What follows belongs to an exercise in optimizing a design on an open flow for small area, a short achievable clock period and few clock cycles per item; a production flow would make more cautious choices. RTL that was checked went through simulation tests only; none was proved equivalent to the original.

Design srgen, start of the top module:
module srgen (
    input  wire        clk,
    input  wire        rst,
    input  wire        cfg_valid,
    output wire        cfg_ready,
    input  wire [63:0] cfg_key,
    input  wire [31:0] cfg_site,
    input  wire [31:0] cfg_step,
    output reg         out_valid,
    input  wire        out_ready,
    output reg  [63:0] out_word
);
Settings: LEC_CHECK=0, CAP_MARGIN=40, CORE_MARGIN=2, CORE_UTILIZATION=55, PLACE_DENSITY=0.72, SLEW_MARGIN=50, SYNTH_HIERARCHICAL=1, SYNTH_MINIMUM_KEEP_SIZE=0; clock period 28.0 ns.
standard.sh (not shown) runs the stock make flow with config.mk's settings and CLKGATE_MAP_FILE= SYNTH_SCRIPT=/design/flow/synth_recipe.tcl, a recipe that flattens the netlist after the stock synthesis.
==> flow/flow/run.sh <==
#!/bin/bash
# The standard layout (standard.sh) with the resizer's setup repair aiming
# for slack well above zero at the design's clock period; the SDC is the standard flow's,
# unchanged. Ports are buffered with buf_2 rather than the smallest buffer.
export SETUP_SLACK_MARGIN=20.9
export BUFFER_PORTS_ARGS="-buffer_cell sky130_fd_sc_hd__buf_2"
bash standard.sh > standard_flow.log 2>&1
The baseline completed with no timing, DRC or antenna violations.
Rerun with:
--- a/flow/design.v
+++ b/flow/design.v
@@ -15,27 +15,26 @@
     reg         run;         
     reg         rwd;
     reg         rpl;
     reg  [7:0]  sbyte;
     reg  [63:0] tphi;
     reg  [63:0] zin;
     reg  [63:0] mid;
     wire idle = ~|ph;
     wire start = idle & cfg_valid;
     assign cfg_ready = ph[2];
     wire adv = ~out_valid | out_ready;
     wire sync = run & ~rwd & ~rpl;    
-    wire [63:0] a1, na1;
-    srgen_xs30 u_xs30 (.z(zin), .y(a1));
-    srgen_xs30n u_xs30n (.z(zin), .y(na1));
+    wire [63:0] a1 = zin ^ (zin >> 30);
+    wire [63:0] na1 = ~a1;
     wire sa_1;
 srgen_an2 u_sa_1 (.a(cfg_site[1]), .b(cfg_site[0]), .y(sa_1));
     wire sa_2;
 srgen_an2 u_sa_2 (.a(cfg_site[3]), .b(cfg_site[2]), .y(sa_2));
     wire sa_3;
 srgen_an2 u_sa_3 (.a(cfg_site[5]), .b(cfg_site[4]), .y(sa_3));
     wire sa_4;
 srgen_an2 u_sa_4 (.a(cfg_site[6]), .b(cfg_site[5]), .y(sa_4));
     wire sa_5;
 srgen_an2 u_sa_5 (.a(cfg_site[7]), .b(cfg_site[6]), .y(sa_5));
     wire sa_6;
 srgen_an2 u_sa_6 (.a(cfg_site[8]), .b(cfg_site[7]), .y(sa_6));
@@ -3349,36 +3348,24 @@
             out_valid <= 1'b0;
         end else begin
             ph  <= {ph[5:3], ph[2] & cfg_valid, ph[1:0], start};
             rwd <= sync & ~start & ~adv;
             rpl <= rwd & ~start;
             if (start) run <= 1'b0;
             else if (ph[6]) run <= 1'b1;
             if (sync & ~start) out_valid <= 1'b1;
             else out_valid <= out_valid & ~out_ready & ~ph[2];
         end
     end
 endmodule
-module srgen_xs30 (
-    input  wire [63:0] z,
-    output wire [63:0] y
-);
-    assign y = z ^ (z >> 30);
-endmodule
-module srgen_xs30n (
-    input  wire [63:0] z,
-    output wire [63:0] y
-);
-    assign y = ~(z ^ (z >> 30));
-endmodule
 module srgen_ao21 (
     input  wire a,
     input  wire b,
     input  wire c,
     output wire y
 );
     assign y = a | (b & c);
 endmodule
 module srgen_an2 (
     input  wire a,
     input  wire b,
     output wire y
Effect:
- register-to-register slack gets better by 130 ps
- area after synthesis went down slightly
- die area decreases slightly
- worst setup slack gets better by 63 ps
- sequential cell count is unchanged
- cell count fell slightly
- via count rises slightly
- design area is about the same
- hold slack got worse by 75 ps
- utilization rises by 0.16 points
- global-route usage drops by 0.22 points
Testbench counts after the change, summed over its fixed seeds: cycles 13,025, items 10,457.
Only the layout flow was run in the first run of this note; the RTL was not checked for function there.


Setup of 06-16:
Another version of the RTL of srgen (not shown whole).
For scale: roughly 270 flip-flops, about 50,000 um^2 of cells after synthesis.
clock: 28.0 ns
lec_check: 0
cap_margin: 40
core_margin: 2
core_utilization: 55
slew_margin: 50
synth_hierarchical: 1
synth_minimum_keep_size: 0
==> flow/flow/run.sh <==
#!/bin/bash
# The standard layout (standard.sh) with the resizer's setup repair aiming
# for slack well above zero at the design's clock period; the SDC is the standard flow's,
# unchanged. Ports are buffered with buf_2 rather than the smallest buffer.
export SETUP_SLACK_MARGIN=21
export BUFFER_PORTS_ARGS="-buffer_cell sky130_fd_sc_hd__buf_2"
bash standard.sh > standard_flow.log 2>&1
### 06-16 -> 06-19
diff --git a/flow/design.v b/flow/design.v
--- a/flow/design.v
+++ b/flow/design.v
@@ -4,24 +4,25 @@
     input  wire        cfg_valid,
     output wire        cfg_ready,
     input  wire [63:0] cfg_key,
     input  wire [31:0] cfg_site,
     input  wire [31:0] cfg_step,
     output reg         out_valid,
     input  wire        out_ready,
     output reg  [63:0] out_word
 );
     localparam [63:0] PHI = 64'h9E37_79B9_7F4A_7C15;
-    reg  [6:0]  ph;
+    reg  [7:0]  ph;
     reg         run;         
     reg         rwd;
     reg         rpl;
+    reg  [31:0] site_q;
     reg  [7:0]  sbyte;
     reg  [63:0] tphi;
     reg  [63:0] zin;
     reg  [63:0] mid;
     wire idle = ~|ph;
     wire start = idle & cfg_valid;
     assign cfg_ready = ph[2];
     wire adv = ~out_valid | out_ready;
     wire sync = run & ~rwd & ~rpl;    
     wire [63:0] a1 = zin ^ (zin >> 30);
@@ -2848,47 +2849,48 @@
 srgen_fa u_th_253 (.a(th_246), .b(th_251), .c(th_248), .s(th_253), .co(th_254));
     wire th_255 = ~(tacc[55] ^ nsb[6]);
     wire th_256 = tacc[55] | nsb[6];
     wire th_257, th_258;
 srgen_fa u_th_257 (.a(sb[2]), .b(sb[0]), .c(th_250), .s(th_257), .co(th_258));
     wire th_259, th_260;
 srgen_fa u_th_259 (.a(th_255), .b(th_252), .c(th_257), .s(th_259), .co(th_260));
     wire [63:0] th_r0 = {th_259, th_253, th_247, th_241, th_234, th_230, th_226, th_225, th_218, th_217, th_213, th_209, th_205, th_201, th_197, th_190, th_189, th_182, th_176, th_170, th_164, th_158, th_152, th_146, th_140, th_134, th_130, th_126, th_122, th_118, th_117, th_113, th_109, th_105, th_103, th_99, th_95, th_91, th_85, th_79, th_71, th_63, th_50, th_49, th_43, th_34, th_33, th_28, th_27, th_25, th_23, th_21, th_19, th_15, th_10, th_8, th_6, th_4, th_2, th_1, sb[3], sb[2], sb[1], sb[0]};
     wire [63:0] th_r1 = {th_254, 1'b0, 1'b0, th_238, th_237, th_233, th_229, th_222, th_221, th_214, 1'b0, 1'b0, 1'b0, 1'b0, 1'b0, th_193, th_186, th_185, th_181, th_175, th_169, th_163, th_157, th_151, th_145, th_139, th_133, th_129, th_125, th_121, th_114, 1'b0, 1'b0, th_104, 1'b0, 1'b0, th_92, 1'b0, th_80, 1'b0, 1'b0, 1'b0, th_55, th_44, 1'b0, th_37, 1'b0, th_29, th_26, 1'b0, 1'b0, th_20, 1'b0, 1'b0, th_11, th_9, th_7, th_5, th_3, 1'b0, sb[1], sb[0], 1'b0, 1'b0};
     wire [63:0] tnext = th_r0 + th_r1;
-    wire [63:0] inc = zin + (rwd ? -(PHI + PHI) : PHI);
-    wire [63:0] sphi = {32'd0, cfg_site} + PHI;
-    wire        selb = ph[1] | ph[3] | ph[5];
-    wire [63:0] xmask = ph[1] ? cfg_key : (ph[3] ? tnext : 64'd0);
+    wire [63:0] inc_in = ph[0] ? {32'd0, site_q} : zin;
+    wire [63:0] inc = inc_in + (rwd ? -(PHI + PHI) : PHI);
+    wire        selb = ph[2] | ph[4] | ph[6];
+    wire [63:0] xmask = ph[2] ? cfg_key : (ph[4] ? tphi : 64'd0);
     always @(posedge clk) begin
+        site_q <= cfg_site;
         case (1'b1)
             ph[0]:   sbyte <= cfg_step[23:16];
             ph[1]:   sbyte <= cfg_step[15:8];
             ph[2]:   sbyte <= cfg_step[7:0];
             default: sbyte <= cfg_step[31:24];
         endcase
         tphi <= tnext;
-        zin <= start ? sphi : (selb ? (wb ^ xmask) : inc);
+        zin <= selb ? (wb ^ xmask) : inc;
         mid <= q1;
         if (adv) out_word <= wb;
         if (rst) begin
-            ph        <= 7'd0;
+            ph        <= 8'd0;
             run       <= 1'b0;
             rwd       <= 1'b0;
             rpl       <= 1'b0;
             out_valid <= 1'b0;
         end else begin
-            ph  <= {ph[5:3], ph[2] & cfg_valid, ph[1:0], start};
+            ph  <= {ph[6:3], ph[2] & cfg_valid, ph[1:0], start};
             rwd <= sync & ~start & ~adv;
             rpl <= rwd & ~start;
             if (start) run <= 1'b0;
-            else if (ph[6]) run <= 1'b1;
+            else if (ph[7]) run <= 1'b1;
             if (sync & ~start) out_valid <= 1'b1;
             else out_valid <= out_valid & ~out_ready & ~ph[2];
         end
     end
 endmodule
 module srgen_fa (
     input  wire a,
     input  wire b,
     input  wire c,
     output wire s,
Findings:
Via total after detailed routing, 06-16 and 06-19: lower on 06-16
Relative to 06-16, the standard-cell row count measured on 06-19 has increased slightly.
Required arrival time at the worst endpoint: 06-19 vs 06-16 down 6.04 ns
The more densely filled core belongs to 06-16, not 06-19.
06-16 ended up with in -> reg as its critical setup path kind; 06-19 ended up with reg -> out.
Changes observed in 06-19 relative to 06-16: insertion delay of the later-clocked pin in the worst-skew pair higher, flip-flop and latch count picked up an extra 41.
The lower multiplexer fraction of the synthesized cell area came out of 06-16.
Testbench counts of 06-19, summed over its fixed seeds: cycles 13,345, items 10,457.
The RTL of 06-16 was laid out without a check of its function.

==> afterwards: timing with drivers on the ports <==
How much do the figures lean on ideal ports? The routed layouts below were timed once more, with nothing changed but the port constraints.
Step 1 sets driving cells, clkbuf_16 on the clock port and buf_2 on the other inputs (assumed; they add their load-dependent delay and slew).
Step 2, shift: input delay + t, output delay - t, t = (earliest + latest rising clock arrival at the registers) / 2. This alone moves slack from input paths to output paths.
a / b / c = ideal ports / drivers / drivers and shift; a / b = the first two.
run	t, ns	setup slack, ns	worst setup path at the end	worst register clock-pin slew, ns
the first run of note 1	0.691	20.876 / 20.876 / 20.293	input to register	0.07 / 0.07
the second run of note 1	0.623	20.939 / 20.899 / 20.276	input to register	0.07 / 0.07
06-16	0.625	20.757 / 20.790 / 20.165	input to register	0.07 / 0.07
06-19	0.690	21.042 / 20.967 / 20.896	input to register	0.08 / 0.08
After both steps every run listed still meets setup and hold. For the second run of note 1, which loses most, drivers alone change the setup slack by -0.040 ns; drivers and shift together by -0.663 ns.
